From an optimization exercise on the open Yosys and OpenROAD flow, aimed at small area, a short achievable clock period and few clock cycles per item; shortcuts taken in it are not production practice.
RTL that was checked went through simulation tests only; none was proved equivalent to the original.
For runs 3 and 4, only the layout was checked, not whether the RTL still works.

$ cat flow/config.mk
export PLATFORM = sky130hd
export DESIGN_NAME = sgl_flit_rx
export DESIGN_NICKNAME = sgl_flit_rx
export VERILOG_FILES = /design/flow/design.v
export SDC_FILE = /design/flow/constraint.sdc
export NUM_CORES = 4
export LEC_CHECK = 0
export CAP_MARGIN = 20
export CORE_MARGIN = 2
export CORE_UTILIZATION = 40
export SLEW_MARGIN = 20
$ cat flow/constraint.sdc
create_clock -name core_clock -period 14.0 [get_ports {clk}]
set_input_delay 2.8000 -clock core_clock [delete_from_list [all_inputs] [get_ports {clk}]]
set_output_delay 2.8000 -clock core_clock [all_outputs]
set_load 0.01 [all_outputs]
$ cat flow/flow/run.sh
#!/bin/bash
# The standard ORFS layout (standard.sh), with three changes to how the
# layout is made (the SDC, clock period and all constraints are unchanged):
#  - ports are buffered with buf_4 instead of the buffer ORFS picks,
#  - CTS inserts no dummy loads,
#  - repair_timing works towards a setup slack margin of 9.5 ns.
# The full make output goes to standard.log; ORFS's per-step logs are under
# orfs/logs.
set -euo pipefail
export BUFFER_PORTS_ARGS="-buffer_cell sky130_fd_sc_hd__buf_4"
export CTS_ARGS="-sink_clustering_enable -repair_clock_nets -dont_use_dummy_load"
export SETUP_SLACK_MARGIN=9.5
bash standard.sh > standard.log 2>&1
$ cat flow/design.v
module sgl_flit_rx (
  input  wire        clk,
  input  wire        rst,            
  input  wire        in_valid,
  input  wire [63:0] in_data,        
  output wire        in_ready,
  output wire        out_valid,
  output wire [63:0] out_data,       
  output wire        out_last,       
  output wire        out_pass,       
  output wire        out_fec_ok,     
  output wire [2:0]  out_corr,       
  output wire [23:0] out_corr_pos    
);
  function automatic [7:0] gf_mul2(input [7:0] a);
    gf_mul2 = {a[6:0], 1'b0} ^ (a[7] ? 8'h1D : 8'h00);
  endfunction
  function automatic [7:0] gf_mul(input [7:0] a, input [7:0] b);
    integer i;
    reg [7:0] r, x;
    begin
      r = 8'd0;
      x = a;
      for (i = 0; i < 8; i = i + 1) begin
        if (b[i]) r = r ^ x;
        x = gf_mul2(x);
      end
      gf_mul = r;
    end
  endfunction
  function automatic [7:0] gf_mulp(input [7:0] a, input integer k);
    gf_mulp = gf_mul(a, 8'd1 << k);
  endfunction
  function automatic [7:0] alpha_m(input integer k);
    case (k)
      81: alpha_m = 8'hF1;
      82: alpha_m = 8'hF6;
      83: alpha_m = 8'h7B;
      84: alpha_m = 8'hB3;
      85: alpha_m = 8'hD7;
      default: alpha_m = 8'h00;
    endcase
  endfunction
  reg  [4:0] phi;         
  reg  [4:0] wcnt;        
  reg        in_rdy_q;
  reg        tx_act;      
  reg        ph0_q;       
  reg        ph31_q;      
  reg        ph_le29_q;   
  wire accept  = in_valid && in_rdy_q;
  wire load    = accept && (wcnt == 5'd31);    
  wire [4:0] phi_n    = (accept && wcnt == 5'd0) ? 5'd1 : phi + 5'd1;
  wire [4:0] wcnt_n   = accept ? wcnt + 5'd1 : wcnt;
  wire       tx_act_n = (phi == 5'd31) ? load : tx_act;
  wire       rdy_n    = (phi_n == wcnt_n) || (wcnt_n == 5'd0 && !tx_act_n);
  always @(posedge clk) begin
    if (rst) begin
      phi      <= 5'd0;
      ph0_q    <= 1'b1;
      ph31_q   <= 1'b0;
      ph_le29_q <= 1'b1;
      wcnt     <= 5'd0;
      in_rdy_q <= 1'b1;
      tx_act   <= 1'b0;
    end else begin
      phi      <= phi_n;
      ph0_q    <= (phi_n == 5'd0);
      ph31_q   <= (phi_n == 5'd31);
      ph_le29_q <= (phi_n <= 5'd29);
      wcnt     <= wcnt_n;
      in_rdy_q <= rdy_n;
      tx_act   <= tx_act_n;
    end
  end
  reg [2047:0] ring;
  always @(posedge clk) begin
    ring <= {ring[1983:0], in_rdy_q ? in_data : ring[2047:1984]};
  end
  wire [63:0] rd_w = ring[2047:1984];    
  function automatic [7:0] lane(input [63:0] w, input integer b);
    lane = w[63 - 8*b -: 8];
  endfunction
  reg  [7:0] a0 [0:2];
  reg  [7:0] a1 [0:2];
  reg  [7:0] a2 [0:2];
  reg  [7:0] ns0 [0:2];
  reg  [7:0] ns1 [0:2];
  reg  [7:0] ns2 [0:2];
  always @* begin : syn_next
    integer g, i, cnt, m;
    reg [7:0] t0, t1, t2, b, p0, p1, p2;
    for (g = 0; g < 3; g = g + 1) begin
      cnt = (g == 2) ? 2 : 3;
      t0 = 8'd0; t1 = 8'd0; t2 = 8'd0;
      for (i = 0; i < 3; i = i + 1) if (g + 3*i < 8) begin
        b  = lane(in_data, g + 3*i);
        t0 = t0 ^ b;
        t1 = t1 ^ gf_mulp(b, cnt - 1 - i);
        t2 = t2 ^ gf_mulp(b, 2*(cnt - 1 - i));
      end
      p0 = (wcnt == 5'd0) ? 8'd0 : a0[g];
      p1 = (wcnt == 5'd0) ? 8'd0 : gf_mulp(a1[g], cnt);
      p2 = (wcnt == 5'd0) ? 8'd0 : gf_mulp(a2[g], 2*cnt);
      m = (g + 1) % 3;
      ns0[m] = p0 ^ t0;
      ns1[m] = p1 ^ t1;
      ns2[m] = p2 ^ t2;
    end
  end
  integer k;
  always @(posedge clk) begin
    if (accept) begin
      for (k = 0; k < 3; k = k + 1) begin
        a0[k] <= ns0[k];
        a1[k] <= ns1[k];
        a2[k] <= ns2[k];
      end
    end
  end
  reg [2:0] zc_q;
  reg [2:0] cons_q;
  always @(posedge clk) begin : chk
    integer c, m;
    if (ph0_q) begin
      for (c = 0; c < 3; c = c + 1) begin
        m = (c + 2) % 3;
        zc_q[c]   <= (a0[m] == 8'd0) && (a1[m] == 8'd0) && ((c == 1) || (a2[m] == 8'd0));
        cons_q[c] <= (c == 1) || (gf_mul(a0[m], a2[m]) == gf_mul(a1[m], a1[m]));
      end
    end
  end
  reg  [7:0] se [0:2];
  reg  [7:0] sr [0:2];
  reg        fnd [0:2];
  reg  [7:0] fps [0:2];
  wire [4:0] s = phi;
  reg  [63:0] mask;
  reg  [2:0]  hit;
  reg  [7:0]  hpos [0:2];
  reg  [7:0]  se_w [0:2];
  reg  [7:0]  sr_n [0:2];
  always @* begin : search
    integer g, i, cnt, b, n1;
    reg m;
    reg [7:0] cv;
    mask = 64'd0;
    for (g = 0; g < 3; g = g + 1) begin
      cnt = (g == 2) ? 2 : 3;
      n1  = (g == 0) ? 85 : 84;           
      se_w[g] = ph0_q ? a0[(g + 2) % 3] : se[g];
      sr_n[g] = ph0_q ? gf_mul(a1[(g + 2) % 3], alpha_m(n1 - cnt))
                      : gf_mulp(sr[g], cnt);
      hit[g]  = 1'b0;
      hpos[g] = {s, 3'd0};
      for (i = 0; i < 3; i = i + 1) if (g + 3*i < 8) begin
        b  = g + 3*i;
        cv = ph0_q ? gf_mul(a1[(g + 2) % 3], alpha_m(n1 - i)) : gf_mulp(sr[g], i);
        m  = (se_w[g] != 8'd0) && (cv == se_w[g]);
        if (m) begin
          mask[63 - 8*b -: 8] = se_w[g];
          hit[g]  = 1'b1;
          hpos[g] = {s, b[2:0]};
        end
      end
    end
  end
  always @(posedge clk) begin : srch
    integer g, m, cnt;
    for (g = 0; g < 3; g = g + 1) begin
      m   = (g + 1) % 3;
      cnt = (g == 2) ? 2 : 3;
      se[m]  <= se_w[g];
      sr[m]  <= sr_n[g];
      fnd[m] <= (ph0_q ? 1'b0 : fnd[g]) | hit[g];
      fps[m] <= hit[g] ? hpos[g] : fps[g];
    end
  end
  reg  [63:0] out_data_q;
  reg         out_valid_q, out_last_q, out_pass_q, out_fec_q;
  reg  [2:0]  out_corr_q;
  reg  [63:0] crc;
  reg  [63:0] crc_d_q;                          
  wire [63:0] word_c   = rd_w ^ mask;           
  wire [63:0] crc_next;
  sgl_crc64_upd u_crc (.crc(crc), .d(crc_d_q), .q(crc_next));
  reg [2:0] corr_f;
  reg       fec_f;
  always @* begin : fin
    integer c, g;
    fec_f = 1'b1;
    for (c = 0; c < 3; c = c + 1) begin
      g = (c + 1) % 3;
      corr_f[c] = (fnd[g] | hit[g]) && cons_q[c];
      fec_f = fec_f && (zc_q[c] || corr_f[c]);
    end
  end
  always @(posedge clk) begin
    if (ph_le29_q)
      out_data_q <= word_c;
    crc_d_q <= word_c;
    crc <= ph0_q ? {64{1'b1}} : crc_next;
    if (ph31_q) begin
      out_fec_q  <= fec_f;
      out_corr_q <= corr_f;
    end
  end
  always @(posedge clk) begin
    if (rst) begin
      out_valid_q <= 1'b0;
      out_last_q  <= 1'b0;
      out_pass_q  <= 1'b0;
    end else begin
      out_valid_q <= tx_act && ((ph_le29_q && phi != 5'd29) || ph31_q);
      out_last_q  <= tx_act && ph31_q;
      out_pass_q  <= fec_f && ((crc ^ crc_d_q) == {64{1'b1}});
    end
  end
  assign in_ready     = in_rdy_q;
  assign out_valid    = out_valid_q;
  assign out_data     = out_data_q;
  assign out_last     = out_last_q;
  assign out_pass     = out_pass_q;
  assign out_fec_ok   = out_fec_q;
  assign out_corr     = out_corr_q;
  assign out_corr_pos = {fps[1], fps[0], fps[2]};
endmodule
module sgl_crc64_upd (
  input  wire [63:0] crc,
  input  wire [63:0] d,
  output wire [63:0] q
);
  wire [63:0] x = crc ^ d;
  wire t64 = x[0] ^ x[63];
  wire t65 = x[4] ^ x[24];
  wire t66 = x[9] ^ x[16];
  wire t67 = x[10] ^ x[17];
  wire t68 = x[11] ^ x[18];
  wire t69 = x[37] ^ x[42];
  wire t70 = x[19] ^ x[54];
  wire t71 = x[5] ^ x[59];
  wire t72 = x[20] ^ x[55];
  wire t73 = x[36] ^ x[41];
  wire t74 = x[7] ^ x[12];
  wire t75 = x[2] ^ x[22];
  wire t76 = x[29] ^ x[43];
  wire t77 = x[3] ^ x[23];
  wire t78 = x[30] ^ x[44];
  wire t79 = x[31] ^ x[45];
  wire t80 = x[8] ^ x[13];
  wire t81 = x[51] ^ x[58];
  wire t82 = x[14] ^ x[50];
  wire t83 = x[28] ^ x[53];
  wire t84 = x[1] ^ x[48];
  wire t85 = x[35] ^ x[47];
  wire t86 = x[32] ^ x[57];
  wire t87 = x[33] ^ x[56];
  wire t88 = x[21] ^ x[46];
  wire t89 = x[15] ^ t67;
  wire t90 = x[34] ^ x[49];
  wire t91 = x[6] ^ x[39];
  wire t92 = x[38] ^ x[40];
  wire t93 = x[52] ^ t74;
  wire t94 = t66 ^ t68;
  wire t95 = x[26] ^ t64;
  wire t96 = x[27] ^ t73;
  wire t97 = t70 ^ t79;
  wire t98 = t65 ^ t71;
  wire t99 = x[62] ^ t72;
  wire t100 = t69 ^ t75;
  wire t101 = t76 ^ t77;
  wire t102 = t78 ^ t81;
  wire t103 = x[25] ^ t80;
  wire t104 = t82 ^ t87;
  wire t105 = x[41] ^ t83;
  wire t106 = t84 ^ t92;
  wire t107 = x[12] ^ t89;
  wire t108 = x[17] ^ x[21];
  wire t109 = x[1] ^ x[60];
  wire t110 = x[22] ^ x[25];
  wire t111 = x[37] ^ t88;
  wire t112 = t65 ^ t91;
  wire t113 = x[16] ^ t85;
  wire t114 = x[39] ^ t86;
  wire t115 = x[34] ^ t102;
  wire t116 = x[57] ^ t94;
  wire t117 = x[13] ^ x[61];
  wire t118 = x[8] ^ x[60];
  wire t119 = x[19] ^ x[48];
  wire t120 = x[38] ^ x[51];
  wire t121 = x[27] ^ x[35];
  wire t122 = x[15] ^ x[59];
  wire t123 = x[7] ^ x[40];
  wire t124 = t69 ^ t88;
  wire t125 = x[58] ^ t76;
  wire t126 = x[18] ^ t75;
  wire t127 = x[63] ^ t86;
  wire t128 = x[14] ^ t95;
  wire t129 = x[46] ^ t100;
  wire t130 = x[47] ^ x[52];
  wire t131 = x[34] ^ x[54];
  wire t132 = x[32] ^ x[48];
  wire t133 = x[5] ^ x[53];
  wire t134 = x[7] ^ t82;
  wire t135 = x[20] ^ t90;
  wire t136 = x[4] ^ t71;
  wire t137 = t68 ^ t78;
  wire t138 = x[6] ^ t84;
  wire t139 = x[56] ^ t85;
  wire t140 = x[45] ^ t80;
  wire t141 = x[44] ^ t66;
  wire t142 = x[28] ^ t96;
  wire t143 = x[49] ^ t101;
  wire t144 = x[50] ^ t93;
  wire t145 = x[15] ^ x[30];
  wire t146 = x[21] ^ x[31];
  wire t147 = x[0] ^ x[26];
  wire t148 = x[24] ^ x[33];
  wire t149 = x[32] ^ x[59];
  wire t150 = x[9] ^ x[35];
  wire t151 = x[19] ^ t90;
  wire t152 = x[3] ^ t70;
  wire t153 = t73 ^ t74;
  wire t154 = x[61] ^ t77;
  wire t155 = x[2] ^ t83;
  wire t156 = x[57] ^ t64;
  wire t157 = t69 ^ t87;
  wire t158 = x[11] ^ t74;
  wire t159 = x[47] ^ t110;
  wire t160 = x[17] ^ t81;
  wire t161 = t81 ^ t103;
  wire t162 = x[5] ^ t112;
  wire t163 = t97 ^ t122;
  wire t164 = t76 ^ t98;
  wire t165 = t79 ^ t99;
  wire t166 = t72 ^ t101;
  wire t167 = x[43] ^ t114;
  wire t168 = x[33] ^ t93;
  wire t169 = x[35] ^ x[52];
  wire t170 = x[56] ^ x[63];
  wire t171 = x[29] ^ x[42];
  wire t172 = x[40] ^ x[62];
  wire t173 = x[16] ^ x[30];
  wire t174 = x[23] ^ x[61];
  wire t175 = x[18] ^ x[51];
  wire t176 = x[29] ^ x[53];
  wire t177 = x[1] ^ x[55];
  wire t178 = x[42] ^ x[44];
  wire t179 = x[34] ^ x[42];
  wire t180 = x[23] ^ x[38];
  wire t181 = x[36] ^ x[49];
  wire t182 = x[37] ^ x[45];
  wire t183 = x[10] ^ x[50];
  wire t184 = t65 ^ t66;
  wire t185 = t73 ^ t123;
  wire t186 = x[31] ^ t70;
  wire t187 = x[46] ^ t117;
  wire t188 = x[3] ^ t78;
  wire t189 = t68 ^ t79;
  wire t190 = t65 ^ t87;
  wire t191 = x[14] ^ t87;
  wire t192 = x[54] ^ t83;
  wire t193 = x[10] ^ t92;
  wire t194 = x[25] ^ t67;
  wire t195 = t80 ^ t109;
  wire t196 = x[51] ^ t70;
  wire t197 = x[36] ^ t150;
  wire t198 = t75 ^ t85;
  wire t199 = x[43] ^ t72;
  wire t200 = x[2] ^ t95;
  wire t201 = x[1] ^ t89;
  wire t202 = t99 ^ t100;
  wire t203 = t105 ^ t121;
  wire t204 = x[62] ^ t104;
  wire t205 = t97 ^ t103;
  wire t206 = t105 ^ t139;
  wire t207 = t90 ^ t106;
  wire t208 = x[4] ^ t111;
  wire t209 = t68 ^ t113;
  wire t210 = x[7] ^ t143;
  wire t211 = x[8] ^ t107;
  wire t212 = x[40] ^ t107;
  wire t213 = t97 ^ t116;
  wire t214 = t67 ^ t129;
  wire t215 = x[6] ^ x[60];
  wire t216 = x[21] ^ x[58];
  wire t217 = x[22] ^ x[32];
  wire t218 = x[24] ^ x[55];
  wire t219 = x[28] ^ x[41];
  wire t220 = x[38] ^ x[61];
  wire t221 = x[39] ^ x[53];
  wire t222 = x[13] ^ x[49];
  wire t223 = x[52] ^ x[58];
  wire t224 = x[20] ^ x[46];
  wire t225 = x[28] ^ x[46];
  wire t226 = x[29] ^ x[39];
  wire t227 = x[8] ^ x[31];
  wire t228 = x[18] ^ x[55];
  wire t229 = x[39] ^ x[43];
  wire t230 = x[25] ^ x[26];
  wire t231 = x[52] ^ x[56];
  wire t232 = x[16] ^ t64;
  wire t233 = t120 ^ t145;
  wire t234 = t71 ^ t92;
  wire t235 = x[33] ^ t109;
  wire t236 = x[0] ^ t130;
  wire t237 = t82 ^ t176;
  wire t238 = t131 ^ t175;
  wire t239 = t69 ^ t132;
  wire t240 = t145 ^ t147;
  wire t241 = x[27] ^ t177;
  wire t242 = x[27] ^ t66;
  wire t243 = x[50] ^ t120;
  wire t244 = t64 ^ t91;
  wire t245 = t108 ^ t123;
  wire t246 = x[61] ^ t118;
  wire t247 = x[9] ^ t88;
  wire t248 = x[20] ^ t79;
  wire t249 = x[57] ^ t77;
  wire t250 = t119 ^ t180;
  wire t251 = x[44] ^ t182;
  wire t252 = t85 ^ t91;
  wire t253 = t82 ^ t132;
  wire t254 = t84 ^ t149;
  wire t255 = t86 ^ t119;
  wire t256 = x[2] ^ t64;
  wire t257 = x[58] ^ t78;
  wire t258 = t73 ^ t133;
  wire t259 = x[14] ^ t84;
  wire t260 = x[38] ^ t91;
  wire t261 = x[5] ^ t77;
  wire t262 = x[16] ^ t77;
  wire t263 = t72 ^ t91;
  wire t264 = x[30] ^ t72;
  wire t265 = t83 ^ t108;
  wire t266 = x[13] ^ t110;
  wire t267 = t124 ^ t134;
  wire t268 = t111 ^ t125;
  wire t269 = t117 ^ t152;
  wire t270 = x[28] ^ t134;
  wire t271 = t126 ^ t153;
  wire t272 = x[60] ^ t126;
  wire t273 = t114 ^ t146;
  wire t274 = x[17] ^ t155;
  wire t275 = t89 ^ t138;
  wire t276 = t98 ^ t127;
  wire t277 = x[37] ^ t125;
  wire t278 = t122 ^ t190;
  wire t279 = t140 ^ t247;
  wire t280 = t141 ^ t248;
  wire t281 = x[53] ^ t94;
  wire t282 = x[45] ^ t192;
  wire t283 = t76 ^ t96;
  wire t284 = t94 ^ t187;
  wire t285 = t95 ^ t139;
  wire t286 = t99 ^ t112;
  wire t287 = x[10] ^ t104;
  wire t288 = x[22] ^ t196;
  wire t289 = t121 ^ t137;
  wire t290 = x[24] ^ t93;
  wire t291 = t96 ^ t113;
  wire t292 = x[6] ^ t159;
  wire t293 = t153 ^ t189;
  wire t294 = x[18] ^ t135;
  wire t295 = x[23] ^ t138;
  wire t296 = x[47] ^ t94;
  wire t297 = t98 ^ t120;
  wire t298 = t71 ^ t188;
  wire t299 = t93 ^ t157;
  wire t300 = t86 ^ t197;
  wire t301 = x[11] ^ t193;
  wire t302 = t105 ^ t200;
  wire t303 = t161 ^ t184;
  wire t304 = t142 ^ t162;
  wire t305 = t137 ^ t202;
  wire t306 = t115 ^ t154;
  wire t307 = x[60] ^ t164;
  wire t308 = t186 ^ t274;
  wire t309 = t118 ^ t165;
  wire t310 = x[21] ^ t166;
  wire t311 = t128 ^ t282;
  wire t312 = t115 ^ t194;
  wire t313 = t128 ^ t133;
  wire t314 = t71 ^ t144;
  wire t315 = t166 ^ t227;
  wire t316 = x[26] ^ t163;
  wire t317 = x[4] ^ t142;
  wire t318 = t140 ^ t201;
  wire t319 = t136 ^ t296;
  wire t320 = t116 ^ t230;
  wire t321 = t124 ^ t210;
  wire t322 = t81 ^ t211;
  assign q[0] = ((t267 ^ (t151 ^ (t215 ^ ((x[38] ^ x[59]) ^ t169)))) ^ (t302 ^ t303));
  assign q[1] = (((t232 ^ ((x[47] ^ t75) ^ t135)) ^ t304) ^ (t269 ^ (t201 ^ t268)));
  assign q[2] = (t305 ^ (((t106 ^ t113) ^ t270) ^ (t136 ^ ((t108 ^ t77) ^ (x[6] ^ (x[25] ^ x[29]))))));
  assign q[3] = ((t143 ^ t162) ^ (t271 ^ (((t118 ^ t119) ^ (t170 ^ t79)) ^ ((x[26] ^ t108) ^ t233))));
  assign q[4] = (((t203 ^ t272) ^ t306) ^ (t273 ^ ((x[20] ^ t234) ^ t128)));
  assign q[5] = (((t217 ^ (t169 ^ t171)) ^ t142) ^ (t163 ^ (((t172 ^ t216) ^ t112) ^ (t154 ^ t235))));
  assign q[6] = (t307 ^ ((((x[63] ^ (x[25] ^ x[32])) ^ t185) ^ t129) ^ (t99 ^ (((x[33] ^ x[34]) ^ t173) ^ (t174 ^ t83)))));
  assign q[7] = ((((t66 ^ t102) ^ t204) ^ (t236 ^ (t136 ^ t187))) ^ (t210 ^ t308));
  assign q[8] = (t309 ^ (((t130 ^ t188) ^ (t237 ^ t238)) ^ (t275 ^ t276)));
  assign q[9] = ((((t71 ^ t80) ^ t104) ^ (t189 ^ t239)) ^ (t240 ^ ((t131 ^ t218) ^ (t219 ^ t220))));
  assign q[10] = (((t273 ^ t277) ^ t302) ^ (t278 ^ (((x[62] ^ t80) ^ t241) ^ t144)));
  assign q[11] = (((t191 ^ t192) ^ (t234 ^ t242)) ^ (t115 ^ (((t171 ^ t75) ^ (x[3] ^ t109)) ^ (t103 ^ t127))));
  assign q[12] = ((((t156 ^ t243) ^ t205) ^ (t89 ^ (((x[55] ^ x[61]) ^ t148) ^ (t173 ^ t221)))) ^ t321);
  assign q[13] = (t305 ^ (((t186 ^ t244) ^ t206) ^ (t245 ^ ((t149 ^ t222) ^ (x[43] ^ t109)))));
  assign q[14] = (t310 ^ (((t106 ^ t127) ^ (t178 ^ t104)) ^ ((t246 ^ t97) ^ t271)));
  assign q[15] = ((t202 ^ t279) ^ (((t151 ^ t154) ^ t167) ^ (t190 ^ ((x[15] ^ x[41]) ^ t102))));
  assign q[16] = (((t249 ^ t98) ^ t204) ^ (t280 ^ ((((x[43] ^ x[63]) ^ t110) ^ (t179 ^ t223)) ^ ((t85 ^ t88) ^ t193))));
  assign q[17] = ((t89 ^ (((x[11] ^ x[5]) ^ t181) ^ t100)) ^ (((t140 ^ t141) ^ (t236 ^ t250)) ^ (t167 ^ t270)));
  assign q[18] = (((((t148 ^ t224) ^ (t82 ^ t91)) ^ (t106 ^ t251)) ^ (t143 ^ t281)) ^ t322);
  assign q[19] = (t311 ^ (((t137 ^ t252) ^ (t69 ^ (x[58] ^ t118))) ^ t212));
  assign q[20] = ((((x[55] ^ t74) ^ t106) ^ t163) ^ (t283 ^ t284));
  assign q[21] = (t312 ^ (((t149 ^ ((x[21] ^ x[38]) ^ (x[53] ^ x[9]))) ^ t144) ^ (t285 ^ t286)));
  assign q[22] = ((((x[0] ^ x[58]) ^ t129) ^ (t207 ^ t287)) ^ (t213 ^ t304));
  assign q[23] = (((((x[11] ^ t130) ^ t114) ^ (t184 ^ t195)) ^ t212) ^ (t310 ^ t313));
  assign q[24] = ((((t246 ^ t89) ^ t207) ^ (t288 ^ t289)) ^ ((t95 ^ (t225 ^ t157)) ^ t314));
  assign q[25] = ((t165 ^ t283) ^ (((((x[12] ^ x[52]) ^ t174) ^ t151) ^ (t155 ^ t195)) ^ ((t243 ^ t252) ^ t116)));
  assign q[26] = ((t269 ^ t290) ^ ((((x[20] ^ t170) ^ t102) ^ (t124 ^ t155)) ^ ((t197 ^ t253) ^ (t67 ^ (t172 ^ t226)))));
  assign q[27] = (t213 ^ ((((t148 ^ t179) ^ (t183 ^ t215)) ^ (t125 ^ t198)) ^ ((t225 ^ ((x[36] ^ x[3]) ^ t123)) ^ (t240 ^ t99))));
  assign q[28] = (((t208 ^ t291) ^ (t254 ^ (((x[19] ^ x[61]) ^ t170) ^ t158))) ^ (t312 ^ t315));
  assign q[29] = ((t292 ^ t293) ^ (((t224 ^ (x[17] ^ t133)) ^ (t232 ^ t255)) ^ (t115 ^ t204)));
  assign q[30] = (((t168 ^ t294) ^ t316) ^ (t295 ^ (((t80 ^ t85) ^ t124) ^ (t127 ^ t160))));
  assign q[31] = (t317 ^ (t292 ^ (((x[33] ^ t175) ^ t199) ^ (t239 ^ t95))));
  assign q[32] = (((t256 ^ (t104 ^ t141)) ^ t307) ^ (t295 ^ ((t121 ^ (x[53] ^ (x[41] ^ x[46]))) ^ t161)));
  assign q[33] = (t318 ^ ((((x[50] ^ t220) ^ t113) ^ (t152 ^ t156)) ^ ((t257 ^ t258) ^ t208)));
  assign q[34] = (t319 ^ ((((x[36] ^ x[54]) ^ t160) ^ (t259 ^ t260)) ^ (t129 ^ t165)));
  assign q[35] = ((t206 ^ (((t147 ^ t179) ^ (t228 ^ t229)) ^ (t253 ^ t261))) ^ (t212 ^ t303));
  assign q[36] = (((t96 ^ ((t178 ^ t222) ^ (x[40] ^ t169))) ^ t320) ^ (t275 ^ ((t191 ^ t196) ^ t164)));
  assign q[37] = ((t289 ^ t297) ^ ((t107 ^ t279) ^ (t199 ^ (x[36] ^ t156))));
  assign q[38] = ((t285 ^ t293) ^ (t297 ^ ((t75 ^ t90) ^ (((x[1] ^ x[8]) ^ t178) ^ (t183 ^ t221)))));
  assign q[39] = (((t98 ^ (t216 ^ t158)) ^ t311) ^ (t207 ^ ((t262 ^ t96) ^ t167)));
  assign q[40] = (t313 ^ (((((x[15] ^ x[34]) ^ t108) ^ (t226 ^ t92)) ^ (t141 ^ t241)) ^ (t168 ^ t288)));
  assign q[41] = (t318 ^ (t203 ^ ((((x[23] ^ x[40]) ^ t131) ^ (t173 ^ t231)) ^ (t126 ^ t263))));
  assign q[42] = (t308 ^ (t116 ^ (((t171 ^ t218) ^ (t77 ^ t88)) ^ ((x[56] ^ (x[14] ^ x[35])) ^ t185))));
  assign q[43] = (t211 ^ (((t152 ^ t159) ^ (t86 ^ ((x[18] ^ x[56]) ^ t65))) ^ (t264 ^ ((t69 ^ t73) ^ t125))));
  assign q[44] = (t320 ^ ((t250 ^ t257) ^ (((x[13] ^ t146) ^ t136) ^ (t157 ^ t199))));
  assign q[45] = (((t103 ^ (t64 ^ ((x[4] ^ x[51]) ^ (x[56] ^ x[5])))) ^ (t144 ^ t167)) ^ ((t203 ^ t280) ^ t214));
  assign q[46] = ((t98 ^ ((t86 ^ t90) ^ (x[50] ^ t70))) ^ (((t101 ^ t185) ^ (t194 ^ t235)) ^ ((t251 ^ t256) ^ t209)));
  assign q[47] = (((t72 ^ (t181 ^ t64)) ^ t168) ^ (t298 ^ (((x[45] ^ t117) ^ t259) ^ (t265 ^ t94))));
  assign q[48] = (((t90 ^ (x[6] ^ (x[56] ^ x[62]))) ^ t107) ^ (t208 ^ ((t126 ^ t195) ^ (t237 ^ t97))));
  assign q[49] = ((((t70 ^ t72) ^ t127) ^ (t134 ^ t198)) ^ ((t233 ^ t261) ^ t284));
  assign q[50] = ((t286 ^ (((t130 ^ t146) ^ (x[36] ^ t119)) ^ (t191 ^ t262))) ^ t322);
  assign q[51] = ((t266 ^ (t135 ^ t245)) ^ (t281 ^ ((t231 ^ (x[48] ^ (x[15] ^ x[37]))) ^ t276)));
  assign q[52] = (t214 ^ (t168 ^ ((((x[13] ^ x[23]) ^ (x[28] ^ x[9])) ^ t156) ^ (t238 ^ t98))));
  assign q[53] = (((((t183 ^ t219) ^ (x[51] ^ t177)) ^ t200) ^ t319) ^ t321);
  assign q[54] = (((t206 ^ t268) ^ (t266 ^ (t158 ^ t242))) ^ (t298 ^ ((t90 ^ (t67 ^ t84)) ^ t128)));
  assign q[55] = ((((t89 ^ t96) ^ t115) ^ t213) ^ (t290 ^ (((t64 ^ t84) ^ (x[23] ^ t176)) ^ (t111 ^ t159))));
  assign q[56] = (((t264 ^ ((t180 ^ t223) ^ t254)) ^ t214) ^ (t209 ^ ((t83 ^ ((x[12] ^ x[24]) ^ (x[26] ^ x[49]))) ^ t205)));
  assign q[57] = (((t209 ^ t299) ^ (t244 ^ ((t131 ^ t132) ^ t160))) ^ (t315 ^ t317));
  assign q[58] = ((t299 ^ t300) ^ (((t80 ^ (t228 ^ t78)) ^ t164) ^ (t265 ^ (t106 ^ t151))));
  assign q[59] = (((t260 ^ (t135 ^ t258)) ^ (t272 ^ t277)) ^ (t287 ^ ((t78 ^ (x[57] ^ t150)) ^ t205)));
  assign q[60] = (((t263 ^ t267) ^ (t300 ^ t301)) ^ (t306 ^ t316));
  assign q[61] = (((t278 ^ t291) ^ t309) ^ (t301 ^ ((t111 ^ t93) ^ (t81 ^ (t217 ^ t229)))));
  assign q[62] = ((t255 ^ (((x[40] ^ x[44]) ^ t147) ^ (t174 ^ t181))) ^ (t162 ^ ((t104 ^ t158) ^ (t160 ^ t198))));
  assign q[63] = (((t96 ^ ((t172 ^ t182) ^ (x[15] ^ t148))) ^ t314) ^ (t294 ^ ((t138 ^ t249) ^ t161)));
endmodule
$ cat flow/standard.sh
#!/bin/bash
# synth_recipe.tcl (not shown) runs the flow's synth.tcl, then flattens the netlist and writes it again
# the make line also repeats each setting of config.mk as NAME=value (left out here)
make -C /OpenROAD-flow-scripts/flow DESIGN_CONFIG=/design/flow/config.mk WORK_HOME=/design/flow/orfs CLKGATE_MAP_FILE= SYNTH_SCRIPT=/design/flow/synth_recipe.tcl "${@:-finish}"
==> results of run 1 <==
## logic make-up (layout without fill, tap and decap cells)
family | Yosys count | in the layout | synth area share
flip-flops | 2414 | 2414 | 0.690
XOR/XNOR | 1655 | 1655 | 0.214
AND/OR/NAND/NOR | 620 | 620 | 0.0387
buffers and inverters | 226 | 558 | 0.0125
AO/OA/AOI/OAI | 223 | 223 | 0.0207
multiplexers | 133 | 133 | 0.0203
adder cells (fa/ha/maj) | 23 | 23 | 0.00399
other | 0 | 2 | 0
## flip-flops by register name, indices dropped and copies added, names as in the netlist, 2 cells and up
register and count:
out_data_q 64, wcnt 5, sr 24, ring 2048
se 24, phi 5, fps 24, crc 64
out_corr_q 3, a2 24, fnd 3, cons_q 2
a0 24, zc_q 3, a1 24, crc_d_q 64
## worst max path at each step
stage,startpoint,to,slack [ns],depth (start not counted)
after floorplan,in_valid,in_rdy_q,9.60,9
after global placement,in_valid,in_rdy_q,9.04,10
after detailed placement,in_valid,in_rdy_q,9.18,10
after CTS,out_data_q[29],out_data[29],9.52,1
after global routing,a1[1][6],out_corr_q[1],9.49,9
final,in_rdy_q,in_ready,9.63,1
## final cells by class
type	count	area, µm²	area share
Timing Repair Buffer	267	2030	0.0247
Sequential cell	2414	49800	0.605
Tap cell	2355	2950	0.0358
Multi-Input combinational cell	2654	21700	0.264
Antenna cell	2	5.00	0.0000608
Clock buffer	219	5480	0.0666
Inverter	72	284	0.00345
## cell usage in the layout, fill, tap and decap left out, types with 8 or more instances in the layout
master,n
a211oi_1,8
a21oi_1,60
a22oi_1,11
buf_4,265
clkbuf_16,219
dfxtp_1,2266
edfxtp_1,145
ha_1,23
inv_1,67
mux2_2,87
mux2i_1,40
nand2_1,302
nand2b_1,18
nand3_1,26
nand4_1,11
nor2_1,142
nor2b_1,10
nor3_1,17
nor4_1,32
o211ai_1,12
o21ai_0,43
o22ai_1,11
or2_2,12
or4_1,10
xnor2_1,1207
xnor2_2,75
xnor3_1,30
xor2_1,329
## timing repair
action                                  in CTS  in global routing
gates resized for setup                      2                  2
endpoints found under the setup margin      22                 25
setup buffers                                1                  1
hold buffers                                 0                  0
## metrics by stage
step	hold slack [ns]	instance area [µm²]	worst slack, ns	cells
finish	0.257	82300	9.63	7983
global route	0.259	82300	9.49	7982
global placement	0.309	76700	9.04	7760
detailed placement	0.312	76700	9.18	7760
CTS	0.256	82300	9.52	7980
floorplan	0.310	72200	9.60	5294
## layer usage
layer	wire length, µm	share of wire	up-vias	track usage
met5	29	0.00015	-	0
met4	8710	0.046	6	0.0931
met3	8190	0.043	323	0.0305
met2	88100	0.46	917	0.333
met1	84800	0.45	17800	0.270
li1	-	-	17400	-
==> results.sh, run 1 <==
export IMPL_status="finished clean"
export IMPL_final_net_count=5718
export IMPL_post_dp_hpwl_um=141000
export IMPL_r2r_setup_slack_ns=9.68
export IMPL_rows=155
export IMPL_hold_viol=0
export IMPL_clock_path_buffers=3
export IMPL_io_pin_count=163
export IMPL_core_mm2=0.179
export IMPL_syn_nets=5384
export IMPL_grt_start_max_net_pins=79
export IMPL_grt_pass1_wl_um=268000
export IMPL_reg2reg_depth=9
export IMPL_syn_avg_cell_area_um2=13.6
export IMPL_fin_crit_ns=4.37
export IMPL_synth_cells=5294
export IMPL_grt_pass1_vias=36500
export IMPL_wl_per_cell_um=23.8
export IMPL_yosysTopAreaCell="dfxtp_1"
export IMPL_ant_nets=0
export IMPL_slew_viol_final=0
export IMPL_n_fill_cell=16000
export IMPL_ys_seq_area_frac=0.690
export IMPL_antenna_found_initial=22
export IMPL_hold_end="ring[2032]"
export IMPL_synth_area_leaders="dfxtp_1 63%, xnor2_1 15%, edfxtp_1 6.0%, xor2_1 4.0%, nand2_1 1.6%"
export IMPL_synth_seq_cells=2414
export IMPL_hold_path_class="reg2reg"
export IMPL_setup_tns_ns=0
export IMPL_drv_cap=0
export IMPL_fmax_mhz=229
export IMPL_grt_total_usage=0.205
export IMPL_viasPerCell=4.57
export IMPL_cp_data_arrival_time_ns=1.57
export IMPL_rr_startpoint="a1[1][6]"
export IMPL_post_route_util=0.460
export IMPL_r2r_end="out_data_q[46]"
export IMPL_cts_buffers=219
export IMPL_ys_types=86
export IMPL_slowest_stage="dfxtp_4"
export IMPL_finalCritPeriodShare=0.312
export IMPL_synth_edf_count=145
export IMPL_crit_family="flip-flops"
export IMPL_dieArea_mm2=0.184
export IMPL_fp_dieH_um=429
export IMPL_root_buffer="clkbuf_16"
export IMPL_netlist_area_mm2=0.0722
export IMPL_clk_pin_slew_ns=0.06
export IMPL_syn_to_final_growth_pct=14.0
export IMPL_cts_tree="yes"
export IMPL_async_reset_ff_frac=0
export IMPL_start_util=0.404
export IMPL_overflow=0
export IMPL_die_w_um=429
export IMPL_critPathCaptureType="primary output"
export IMPL_path_max_fanout=16
export IMPL_insertion_delay_ns=0.84
export IMPL_cts_sinks=2414
export IMPL_yosys_warnings=10
export IMPL_rsz0062_at_grt="false"
export IMPL_wirelength_um=190000
export IMPL_slowest_delay_ns=0.56
export IMPL_start_kind="register"
export IMPL_post_synth_top_count_cell="dfxtp_1"
export IMPL_worstPathRequired_ns=11.20
export IMPL_worstHoldPathCells=0
export IMPL_worst_pin_slew_ns=1.21
export IMPL_setup_viol=0
export IMPL_h_tree_depth=4
export IMPL_drcViolationCount=0
export IMPL_netlist_area_leader_share=0.630
export IMPL_drt_initial_drc_count=2424
export IMPL_crit_chain="buf_4"
export IMPL_gp_congestion=0.964
export IMPL_path_buf_inv=1
export IMPL_clock_skew_ns=0.0853
export IMPL_via_count=36400
export IMPL_drive_above_1_share=0.124
export IMPL_max_slew_margin=0.185
export IMPL_drt_pass1_iterations=7
export IMPL_worstSetupPathType="reg2out"
export IMPL_io_buffers=162
export IMPL_ys_top_cells_by_count="2269 x dfxtp_1, 1238 x xnor2_1, 329 x xor2_1"
export IMPL_synth_ff_type="dfxtp_1"
export IMPL_holdCritStartpoint="ring[1968]"
Testbench counts, summed over its fixed seeds: cycles 16,648, flits 512.
==> run 2: changes to the inputs <==
--- a/flow/flow/run.sh
+++ b/flow/flow/run.sh
@@ -8,6 +8,6 @@
 # orfs/logs.
 set -euo pipefail
 export BUFFER_PORTS_ARGS="-buffer_cell sky130_fd_sc_hd__buf_4"
-export CTS_ARGS="-sink_clustering_enable -repair_clock_nets -dont_use_dummy_load"
-export SETUP_SLACK_MARGIN=9.5
+export CTS_ARGS="-sink_clustering_enable -repair_clock_nets -dont_use_dummy_load -root_buf sky130_fd_sc_hd__clkbuf_16 -buf_list sky130_fd_sc_hd__clkbuf_8 -sink_clustering_size 20"
+export SETUP_SLACK_MARGIN=10.2
 bash standard.sh > standard.log 2>&1
==> run 2 against run 1 <==
  * Largest cell class unchanged
  * Still clean on timing, DRC and antenna
  * Clock skew rose by 0.0042 ns
  * First-iteration DRC count up 2.8%
  * Critical path depth is the same
  * Routed wire length rose by 2.3%
  * Non-clock buffer count increased by 83
  * Sequential cell count is the same
==> results.sh, run 2 <==
export IMPL_drt_initial_drc_count=2492
export IMPL_grt_start_max_net_pins=79
export IMPL_netlist_area_leader_share=0.630
export IMPL_startpoint="out_data_q[52]"
export IMPL_grt_pass1_vias=38100
export IMPL_path_buf_inv=1
export IMPL_synth_seq_cells=2414
export IMPL_hold_viol=0
export IMPL_crit_chain="buf_6"
export IMPL_drv_cap=0
export IMPL_dieArea_mm2=0.184
export IMPL_top_register="ring"
export IMPL_antenna_found_initial=20
export IMPL_via_count=37500
export IMPL_cts_buffers=366
export IMPL_ant_nets=0
export IMPL_synth_cells=5294
export IMPL_fmax_mhz=230
export IMPL_die_w_um=429
export IMPL_cts_sinks=2414
export IMPL_setup_tns_ns=0
export IMPL_post_synth_top_count_cell="dfxtp_1"
export IMPL_root_buffer="clkbuf_16"
export IMPL_drive_above_1_share=0.173
export IMPL_io_buffers=162
export IMPL_viasPerCell=4.56
export IMPL_grt_pass1_wl_um=274000
export IMPL_critPathCaptureType="primary output"
export IMPL_netlist_area_mm2=0.0722
export IMPL_clock_path_buffers=4
export IMPL_post_route_util=0.469
export IMPL_yosysTopAreaCell="dfxtp_1"
export IMPL_multi_input_area_mm2=0.0222
export IMPL_holdCritStartpoint="ring[1024]"
export IMPL_synth_ff_type="dfxtp_1"
export IMPL_n_fill_cell=15800
export IMPL_syn_nets=5384
export IMPL_worstSetupPathType="reg2out"
export IMPL_slowest_stage="edfxtp_1"
export IMPL_cp_data_arrival_time_ns=1.56
export IMPL_insertion_delay_ns=0.87
export IMPL_place_area_mm2=0.0770
export IMPL_rows=155
export IMPL_ys_seq_area_frac=0.690
export IMPL_ys_top_cells_by_count="2269 x dfxtp_1, 1238 x xnor2_1, 329 x xor2_1"
export IMPL_worst_pin_slew_ns=1.19
export IMPL_rsz0062_at_grt="true"
export IMPL_hold_path_class="reg2reg"
export IMPL_fp_dieH_um=429
export IMPL_synth_area_leaders="dfxtp_1 63%, xnor2_1 15%, edfxtp_1 6.0%, xor2_1 4.0%, nand2_1 1.6%"
export IMPL_async_reset_ff_frac=0
export IMPL_path_max_fanout=1
export IMPL_drt_pass1_iterations=6
export IMPL_status="finished clean"
export IMPL_worstPathRequired_ns=11.20
export IMPL_cts_tree="yes"
export IMPL_start_util=0.404
export IMPL_slowest_delay_ns=0.53
export IMPL_rr_startpoint="crc_d_q[41]"
export IMPL_final_net_count=5950
export IMPL_start_kind="register"
export IMPL_wirelength_um=194000
export IMPL_largest_reg_flops=2048
export IMPL_post_dp_hpwl_um=142000
export IMPL_crit_family="flip-flops"
export IMPL_finalCritPeriodShare=0.311
export IMPL_finish_instance_area_mm2=0.0838
export IMPL_regArea_mm2=0.0498
export IMPL_final_common_cell="dfxtp_1"
export IMPL_syn_avg_cell_area_um2=13.6
export IMPL_max_slew_margin=0.200
export IMPL_yosys_warnings=10
export IMPL_core_mm2=0.179
export IMPL_clock_skew_ns=0.0896
export IMPL_syn_to_final_growth_pct=16.2
export IMPL_slew_viol_final=0
export IMPL_drcViolationCount=0
export IMPL_overflow=0
export IMPL_hold_buffers=0
export IMPL_clk_pin_slew_ns=0.05
export IMPL_ys_types=86
export IMPL_grt_total_usage=0.209
export IMPL_h_tree_depth=5
export IMPL_fin_crit_ns=4.36
export IMPL_wl_per_cell_um=23.6
export IMPL_io_pin_count=163
export IMPL_synth_edf_count=145
export IMPL_most_common_layout_cells="2240 x dfxtp_1, 1184 x xnor2_1, 333 x clkbuf_8"
export IMPL_gp_congestion=0.982
export IMPL_setup_viol=0
[run 2: cell counts after synthesis]
Identical to the previous run, type by type.
[run 2: repair_timing]
action                     CTS  global route
pin swaps                    1             7
gates resized for setup    155            35
setup buffers               24            49
cloned                       0             2
setup endpoints to repair  222           158
[run 2: cells by family after synthesis]
| logic type | after synthesis | synth area share |
|---|---|---|
| flip-flops | 2414 | 0.690 |
| AO/OA/AOI/OAI | 223 | 0.0207 |
| adder cells (fa/ha/maj) | 23 | 0.00399 |
| AND/OR/NAND/NOR | 620 | 0.0387 |
| multiplexers | 133 | 0.0203 |
| XOR/XNOR | 1655 | 0.214 |
| buffers and inverters | 226 | 0.0125 |
[run 2: cell type report]
cell class / instances / area share
inverter: 72 / 0.00367
antenna: 10 / 0.000299
multi-input combinational: 2656 / 0.265
clock buffer: 366 / 0.0645
timing repair buffer: 350 / 0.0366
sequential: 2414 / 0.595
tap: 2355 / 0.0352
[run 2: final timing paths]
path | cells after the start | slack, ns | to
setup / recovery | 1 | 9.64 | out_data[52]
hold / removal | 0 | 0.25 | ring[1088]
setup reg to reg | 9 | 10.23 | crc[35]
hold reg to reg | 0 | 0.25 | ring[1088]
[run 2: per-stage QoR]
step | setup WS [ns] | hold WS, ns | cells
after floorplan | 9.91 | 0.310 | 5294
after global placement | 9.05 | 0.310 | 7771
after detailed placement | 9.18 | 0.312 | 7772
after CTS | 9.55 | 0.238 | 8162
after global routing | 9.59 | 0.259 | 8218
final | 9.64 | 0.251 | 8223
[run 2: per-layer routing]
layer | GRT usage | vias to the layer above | share of wire
li1 | - | 17800 | -
met1 | 0.266 | 18100 | 0.43
met2 | 0.337 | 1095 | 0.46
met3 | 0.0434 | 404 | 0.050
met4 | 0.104 | 10 | 0.053
met5 | 0 | - | 0.00035
[run 2: worst register-to-register path: stages (launching register included)]
cell and delay [ns]:
dfxtp_1 0.32, xnor2_2 0.13, buf_4 0.20, xnor2_1 0.57, xnor2_1 0.43, xnor2_1 0.48
xor2_1 0.50, xor2_1 0.54, xnor2_1 0.26, nand2_1 0.16
==> run 3: changes to the inputs <==
--- a/flow/design.v
+++ b/flow/design.v
@@ -139,24 +139,20 @@
   reg  [2:0]  hit;
   reg  [7:0]  hpos [0:2];
   reg  [7:0]  se_w [0:2];
-  reg  [7:0]  sr_n [0:2];
+  reg  [7:0]  sr_w [0:2];
   always @* begin : search
-    integer g, i, cnt, b, n1;
+    integer g, i, cnt, b;
     reg m;
-    reg [7:0] cv;
     mask = 64'd0;
     for (g = 0; g < 3; g = g + 1) begin
       cnt = (g == 2) ? 2 : 3;
-      n1  = (g == 0) ? 85 : 84;           
       se_w[g] = ph0_q ? a0[(g + 2) % 3] : se[g];
-      sr_n[g] = ph0_q ? gf_mul(a1[(g + 2) % 3], alpha_m(n1 - cnt))
-                      : gf_mulp(sr[g], cnt);
+      sr_w[g] = ph0_q ? gf_mul(a1[(g + 2) % 3], alpha_m((g == 0) ? 85 : 84)) : sr[g];
       hit[g]  = 1'b0;
       hpos[g] = {s, 3'd0};
       for (i = 0; i < 3; i = i + 1) if (g + 3*i < 8) begin
         b  = g + 3*i;
-        cv = ph0_q ? gf_mul(a1[(g + 2) % 3], alpha_m(n1 - i)) : gf_mulp(sr[g], i);
-        m  = (se_w[g] != 8'd0) && (cv == se_w[g]);
+        m  = (se_w[g] != 8'd0) && (gf_mulp(sr_w[g], i) == se_w[g]);
         if (m) begin
           mask[63 - 8*b -: 8] = se_w[g];
           hit[g]  = 1'b1;
@@ -171,7 +167,7 @@
       m   = (g + 1) % 3;
       cnt = (g == 2) ? 2 : 3;
       se[m]  <= se_w[g];
-      sr[m]  <= sr_n[g];
+      sr[m]  <= gf_mulp(sr_w[g], cnt);
       fnd[m] <= (ph0_q ? 1'b0 : fnd[g]) | hit[g];
       fps[m] <= hit[g] ? hpos[g] : fps[g];
     end
--- a/flow/flow/run.sh
+++ b/flow/flow/run.sh
@@ -8,6 +8,6 @@
 # orfs/logs.
 set -euo pipefail
 export BUFFER_PORTS_ARGS="-buffer_cell sky130_fd_sc_hd__buf_4"
-export CTS_ARGS="-sink_clustering_enable -repair_clock_nets -dont_use_dummy_load -root_buf sky130_fd_sc_hd__clkbuf_16 -buf_list sky130_fd_sc_hd__clkbuf_8 -sink_clustering_size 20"
-export SETUP_SLACK_MARGIN=10.2
+export CTS_ARGS="-sink_clustering_enable -repair_clock_nets -dont_use_dummy_load"
+export SETUP_SLACK_MARGIN=9.6
 bash standard.sh > standard.log 2>&1
==> run 3 against run 2 <==
  * Non-clock buffer count fell by 61
  * Synthesized cell count fell by 3.5%
  * Cell count fell by 4.8%
  * Global-route usage fell by 0.53 points
  * Via count fell by 5.4%
  * Worst setup slack got worse by 0.10 ns
  * Die area fell by 1.9%
  * Clock skew fell by 0.020 ns
==> results.sh, run 3 <==
export IMPL_synth_edf_count=145
export IMPL_finish_instance_area_mm2=0.0812
export IMPL_drt_pass1_iterations=5
export IMPL_stdcell_count=7830
export IMPL_slowest_delay_ns=0.60
export IMPL_grt_pass1_vias=35400
export IMPL_worst_pin_slew_ns=1.13
export IMPL_overflow=0
export IMPL_setup_ws_ns=9.54
export IMPL_h_tree_depth=4
export IMPL_worstPathRequired_ns=11.20
export IMPL_clk_pin_slew_ns=0.06
export IMPL_path_max_fanout=1
export IMPL_root_buffer="clkbuf_16"
export IMPL_cts_tree="yes"
export IMPL_synth_seq_cells=2414
export IMPL_clock_skew_ns=0.0693
export IMPL_grt_pass1_wl_um=259000
export IMPL_rows=154
export IMPL_wl_per_cell_um=23.5
export IMPL_yosys_warnings=10
export IMPL_die_w_um=425
export IMPL_netlist_area_mm2=0.0708
export IMPL_ant_nets=0
export IMPL_top_register="ring"
export IMPL_ys_top_cells_by_count="2269 x dfxtp_1, 1221 x xnor2_1, 328 x nand2_1"
export IMPL_cp_data_arrival_time_ns=1.66
export IMPL_drv_cap=0
export IMPL_yosysTopAreaCell="dfxtp_1"
export IMPL_place_area_mm2=0.0756
export IMPL_grt_total_usage=0.204
export IMPL_drt_initial_drc_count=2501
export IMPL_cts_sinks=2414
export IMPL_hold_path_class="reg2reg"
export IMPL_worst_hold_slack_ns=0.279
export IMPL_fin_crit_ns=4.46
export IMPL_setup_viol=0
export IMPL_gp_congestion=0.945
export IMPL_setup_tns_ns=0
export IMPL_fp_dieH_um=425
export IMPL_wirelength_um=184000
export IMPL_dieArea_mm2=0.180
export IMPL_syn_to_final_growth_pct=14.7
export IMPL_hold_viol=0
export IMPL_via_count=35500
export IMPL_drive_above_1_share=0.129
export IMPL_post_synth_top_count_cell="dfxtp_1"
export IMPL_syn_avg_cell_area_um2=13.9
export IMPL_ys_types=82
export IMPL_finalCritPeriodShare=0.318
export IMPL_cts_buffers=216
export IMPL_async_reset_ff_frac=0
export IMPL_start_util=0.402
export IMPL_dp_cells=7594
export IMPL_dp_slack_ns=9.22
export IMPL_rsz0062_at_grt="true"
export IMPL_critPathCaptureType="primary output"
export IMPL_netlist_area_leader_share=0.642
export IMPL_synth_ff_type="dfxtp_1"
export IMPL_clock_path_buffers=3
export IMPL_synth_area_leaders="dfxtp_1 64%, xnor2_1 15%, edfxtp_1 6.1%, xor2_1 3.3%, nand2_1 1.7%"
export IMPL_grt_start_max_net_pins=81
export IMPL_io_pin_count=163
export IMPL_slowest_stage="edfxtp_1"
export IMPL_start_kind="register"
export IMPL_core_mm2=0.176
export IMPL_status="finished clean"
export IMPL_insertion_delay_ns=0.84
export IMPL_viasPerCell=4.53
export IMPL_crit_chain="buf_6"
export IMPL_post_dp_hpwl_um=137000
export IMPL_final_common_cell="dfxtp_1"
export IMPL_max_slew_margin=0.242
export IMPL_fmax_mhz=224
export IMPL_ys_seq_area_frac=0.703
export IMPL_crit_family="flip-flops"
export IMPL_drcViolationCount=0
export IMPL_syn_nets=5199
export IMPL_most_common_layout_cells="2265 x dfxtp_1, 1186 x xnor2_1, 327 x nand2_1"
export IMPL_largest_reg_flops=2048
export IMPL_io_buffers=162
export IMPL_worstSetupPathType="reg2out"
export IMPL_final_net_count=5574
export IMPL_antenna_found_initial=17
export IMPL_synth_cells=5111
export IMPL_slew_viol_final=0
export IMPL_path_buf_inv=1
==> run 3: changes by cell type in the layout (fill, tap and decap cells not counted), moves of 25 or more <==
cell / delta
xor2_1: -49
clkbuf_8: -333
nor2_1: -49
nand2_1: +27
clkbuf_16: +183
xnor2_2: -33
buf_6: -91
dfxtp_1: +25
buf_4: +34
==> run 3: kinds of logic after synthesis <==
family	count (synthesis)	synth area share
AND/OR/NAND/NOR	600	0.0383
flip-flops	2414	0.703
adder cells (fa/ha/maj)	21	0.00371
buffers and inverters	195	0.0110
XOR/XNOR	1559	0.205
AO/OA/AOI/OAI	194	0.0184
multiplexers	128	0.0202
==> run 3: cell type report <==
cell class | count | area (µm²)
sequential | 2414 | 49800
clock buffer | 216 | 5410
antenna | 6 | 15.0
multi-input combinational | 2502 | 20600
timing repair buffer | 289 | 2220
fill | 15500 | 94700
inverter | 63 | 253
tap | 2340 | 2930
==> run 3: metrics by stage <==
stage	utilization
3_5_place_dp	0.430
3_3_place_gp	0.430
6_report	0.462
4_1_cts	0.461
5_1_grt	0.461
2_1_floorplan	-
==> run 3: routing by layer <==
metal  vias up  share of wire  GRT usage
li1      16900              -          -
met4         4          0.039     0.0801
met1     17400           0.45      0.273
met3       296          0.047     0.0299
met5         -        0.00011          0
met2       916           0.47      0.331
==> run 3: final timing paths <==
kind | startpoint | to | slack, ns | depth (start not counted)
max | out_data_q[1] | out_data[1] | 9.54 | 1
min reg2reg | ring[1970] | ring[2034] | 0.28 | 0
min | ring[1970] | ring[2034] | 0.28 | 0
max reg2reg | a1[1][5] | out_data_q[42] | 9.69 | 9
==> run 3: repair_timing <==
item / CTS / global route
endpoints found under the hold margin: 0 / 0
hold buffers: 0 / 0
setup buffers: 6 / 8
resized for setup: 9 / 4
endpoints found under the setup margin: 57 / 30
==> run 4: changes to the inputs <==
--- a/flow/flow/run.sh
+++ b/flow/flow/run.sh
@@ -7,7 +7,7 @@
 # The full make output goes to standard.log; ORFS's per-step logs are under
 # orfs/logs.
 set -euo pipefail
-export BUFFER_PORTS_ARGS="-buffer_cell sky130_fd_sc_hd__buf_4"
-export CTS_ARGS="-sink_clustering_enable -repair_clock_nets -dont_use_dummy_load"
+export BUFFER_PORTS_ARGS="-buffer_cell sky130_fd_sc_hd__buf_2"
+export CTS_ARGS="-sink_clustering_enable -repair_clock_nets -dont_use_dummy_load -sink_clustering_size 30 -sink_clustering_max_diameter 60"
 export SETUP_SLACK_MARGIN=9.6
 bash standard.sh > standard.log 2>&1
==> run 4 against run 3 <==
  * Clock-buffer cell count is 77 lower
  * Non-clock buffer count fell by 1
  * Worst setup slack better by 0.020 ns
  * Die area unchanged
  * Design area down 2.9%
  * Routed wire length shrank 0.91%
  * Utilization fell by 1.3 points
  * Cell count decreased by 0.98%
==> results.sh, run 4 <==
export IMPL_status="finished clean"
export IMPL_final_net_count=5496
export IMPL_syn_to_final_growth_pct=11.4
export IMPL_viasPerCell=4.50
export IMPL_grt_pass1_vias=34000
export IMPL_slowest_delay_ns=0.64
export IMPL_antenna_found_initial=41
export IMPL_clock_path_buffers=3
export IMPL_r2r_setup_slack_ns=9.69
export IMPL_ys_seq_area_frac=0.703
export IMPL_io_buffers=162
export IMPL_syn_avg_cell_area_um2=13.9
export IMPL_fmax_mhz=225
export IMPL_synth_ff_type="dfxtp_1"
export IMPL_cp_num_cells=1
export IMPL_worstPathRequired_ns=11.20
export IMPL_rows=154
export IMPL_post_dp_hpwl_um=136000
export IMPL_n_fill_cell=15700
export IMPL_slew_viol_final=0
export IMPL_yosysTopAreaCell="dfxtp_1"
export IMPL_cts_buffers=139
export IMPL_drcViolationCount=0
export IMPL_io_pin_count=163
export IMPL_hold_buffers=0
export IMPL_syn_nets=5199
export IMPL_synth_seq_cells=2414
export IMPL_drv_cap=0
export IMPL_cts_sinks=2414
export IMPL_r2r_end="out_data_q[44]"
export IMPL_synth_edf_count=145
export IMPL_yosys_warnings=10
export IMPL_wl_per_cell_um=23.5
export IMPL_cts_tree="yes"
export IMPL_rr_startpoint="a1[1][5]"
export IMPL_top_register="ring"
export IMPL_grt_total_usage=0.201
export IMPL_ys_top_cells_by_count="2269 x dfxtp_1, 1221 x xnor2_1, 328 x nand2_1"
export IMPL_h_tree_depth=4
export IMPL_most_common_layout_cells="2266 x dfxtp_1, 1184 x xnor2_1, 327 x nand2_1"
export IMPL_setup_tns_ns=0
export IMPL_startpoint="out_data_q[1]"
export IMPL_post_synth_top_count_cell="dfxtp_1"
export IMPL_slowest_stage="edfxtp_1"
export IMPL_start_util=0.402
export IMPL_drt_initial_drc_count=2474
export IMPL_insertion_delay_ns=0.83
export IMPL_fin_crit_ns=4.44
export IMPL_reg2reg_depth=9
export IMPL_wirelength_um=182000
export IMPL_crit_chain="buf_2"
export IMPL_netlist_area_mm2=0.0708
export IMPL_ant_nets=0
export IMPL_worst_pin_slew_ns=1.15
export IMPL_critPathCaptureType="primary output"
export IMPL_clk_pin_slew_ns=0.10
export IMPL_via_count=34900
export IMPL_netlist_area_leader_share=0.642
export IMPL_ys_types=82
export IMPL_path_max_fanout=1
export IMPL_root_buffer="clkbuf_16"
export IMPL_grt_pass1_wl_um=254000
export IMPL_finalCritPeriodShare=0.317
export IMPL_cp_data_arrival_time_ns=1.64
export IMPL_crit_family="flip-flops"
export IMPL_gp_congestion=0.952
export IMPL_dieArea_mm2=0.180
export IMPL_die_w_um=425
export IMPL_grt_start_max_net_pins=81
export IMPL_worst_hold_slack_ns=0.224
export IMPL_core_mm2=0.176
export IMPL_setup_viol=0
export IMPL_hold_path_class="reg2reg"
export IMPL_overflow=0
export IMPL_max_slew_margin=0.228
export IMPL_synth_cells=5111
export IMPL_path_buf_inv=1
export IMPL_largest_reg_flops=2048
export IMPL_fp_dieH_um=425
export IMPL_rsz0062_at_grt="true"
export IMPL_clock_skew_ns=0.0987
export IMPL_async_reset_ff_frac=0
export IMPL_worstSetupPathType="reg2out"
export IMPL_hold_viol=0
export IMPL_endpoint="out_data[1]"
export IMPL_start_kind="register"
export IMPL_drive_above_1_share=0.116
export IMPL_post_route_util=0.448
export IMPL_drt_pass1_iterations=7
export IMPL_synth_area_leaders="dfxtp_1 64%, xnor2_1 15%, edfxtp_1 6.1%, xor2_1 3.3%, nand2_1 1.7%"
export IMPL_final_common_cell="dfxtp_1"
==> run 4: cell count changes in the layout (fill, tap and decap cells not counted), moves of 2 or more <==
cell	before	now
xnor2_2	62	64
clkbuf_16	216	139
buf_2	0	162
buf_4	281	123
xnor2_1	1186	1184
buf_6	6	1
==> run 4: worst min-delay path by stage <==
stage | startpoint | end | slack, ns | cells past startpoint
final | ring[1291] | ring[1355] | 0.22 | 0
after global routing | ring[1291] | ring[1355] | 0.23 | 0
after CTS | ring[1291] | ring[1355] | 0.23 | 0
after detailed placement | ring[1025] | ring[1089] | 0.31 | 0
after global placement | ring[534] | ring[598] | 0.31 | 0
after floorplan | ring[936] | ring[1000] | 0.31 | 0
==> run 4: logic make-up after synthesis <==
kind of cell | count (synthesis) | synth area share
XOR/XNOR | 1559 | 0.205
AND/OR/NAND/NOR | 600 | 0.0383
multiplexers | 128 | 0.0202
adder cells (fa/ha/maj) | 21 | 0.00371
buffers and inverters | 195 | 0.0110
AO/OA/AOI/OAI | 194 | 0.0184
flip-flops | 2414 | 0.703
==> run 4: cell type report <==
class / instances / area, µm² / share of cell area
antenna: 7 / 17.5 / 0.000222
inverter: 63 / 253 / 0.00321
multi-input combinational: 2502 / 20600 / 0.261
sequential: 2414 / 49800 / 0.631
clock buffer: 139 / 3480 / 0.0441
tap: 2340 / 2930 / 0.0371
timing repair buffer: 288 / 1790 / 0.0227
==> run 4: worst register-to-register path: stages, from the launching register on <==
cell and delay, ns:
edfxtp_1 0.93, xnor3_2 0.54, xor3_2 0.48, and3_1 0.22
or4_1 0.46, a211o_1 0.29, a2111oi_4 0.19, buf_4 0.30
nand2_1 0.16, xnor2_1 0.47
==> run 4: metrics by stage <==
| stage | area [µm²] | setup slack (ns) | cells |
|---|---|---|---|
| 2_1_floorplan | 70800 | 9.61 | 5111 |
| 3_3_place_gp | 75200 | 9.08 | 7599 |
| 3_5_place_dp | 75200 | 9.09 | 7599 |
| 4_1_cts | 78800 | 9.48 | 7743 |
| 5_1_grt | 78800 | 9.53 | 7748 |
| 6_report | 78900 | 9.56 | 7753 |
==> run 4: what timing repair did <==
action	in CTS	in global routing
gates resized for setup	4	4
pin swaps	1	0
buffers inserted	5	3
setup endpoints to repair	59	23
==> run 4: per-layer routing <==
layer,global-route usage,part of all wire,vias to the layer above
met2,0.326,0.46,865
met5,0,0.00024,-
met4,0.0784,0.039,6
met3,0.0348,0.049,282
met1,0.267,0.45,17000
li1,-,-,16700

## port drivers added, routing unchanged
The flow's constraints put no driver on any port. The routed layouts listed below were extracted and timed again, unchanged, in two steps. Step 1 assumes that a clkbuf_16 drives the clock port and a buf_2 every other input. Step 2 times the ports against the registers' clock, not the clock port: input delays grow and output delays shrink by t, the midpoint of the rising clock arrivals with the driver on. a / b / c = ideal / step 1 / step 2; a / b = the first two.
run | t, ns | setup WS [ns] | worst setup path at the end
run 1 | 0.877 | 9.628 / 9.549 / 9.239 | input to register
run 2 | 0.904 | 9.644 / 9.563 / 9.565 | input to register
run 3 | 0.879 | 9.544 / 9.464 / 9.239 | input to register
run 4 | 0.850 | 9.564 / 9.488 / 9.250 | input to register
After both steps every run listed still meets setup and hold. For run 1, which loses most, drivers alone change the setup slack by -0.079 ns; drivers and shift together by -0.389 ns.
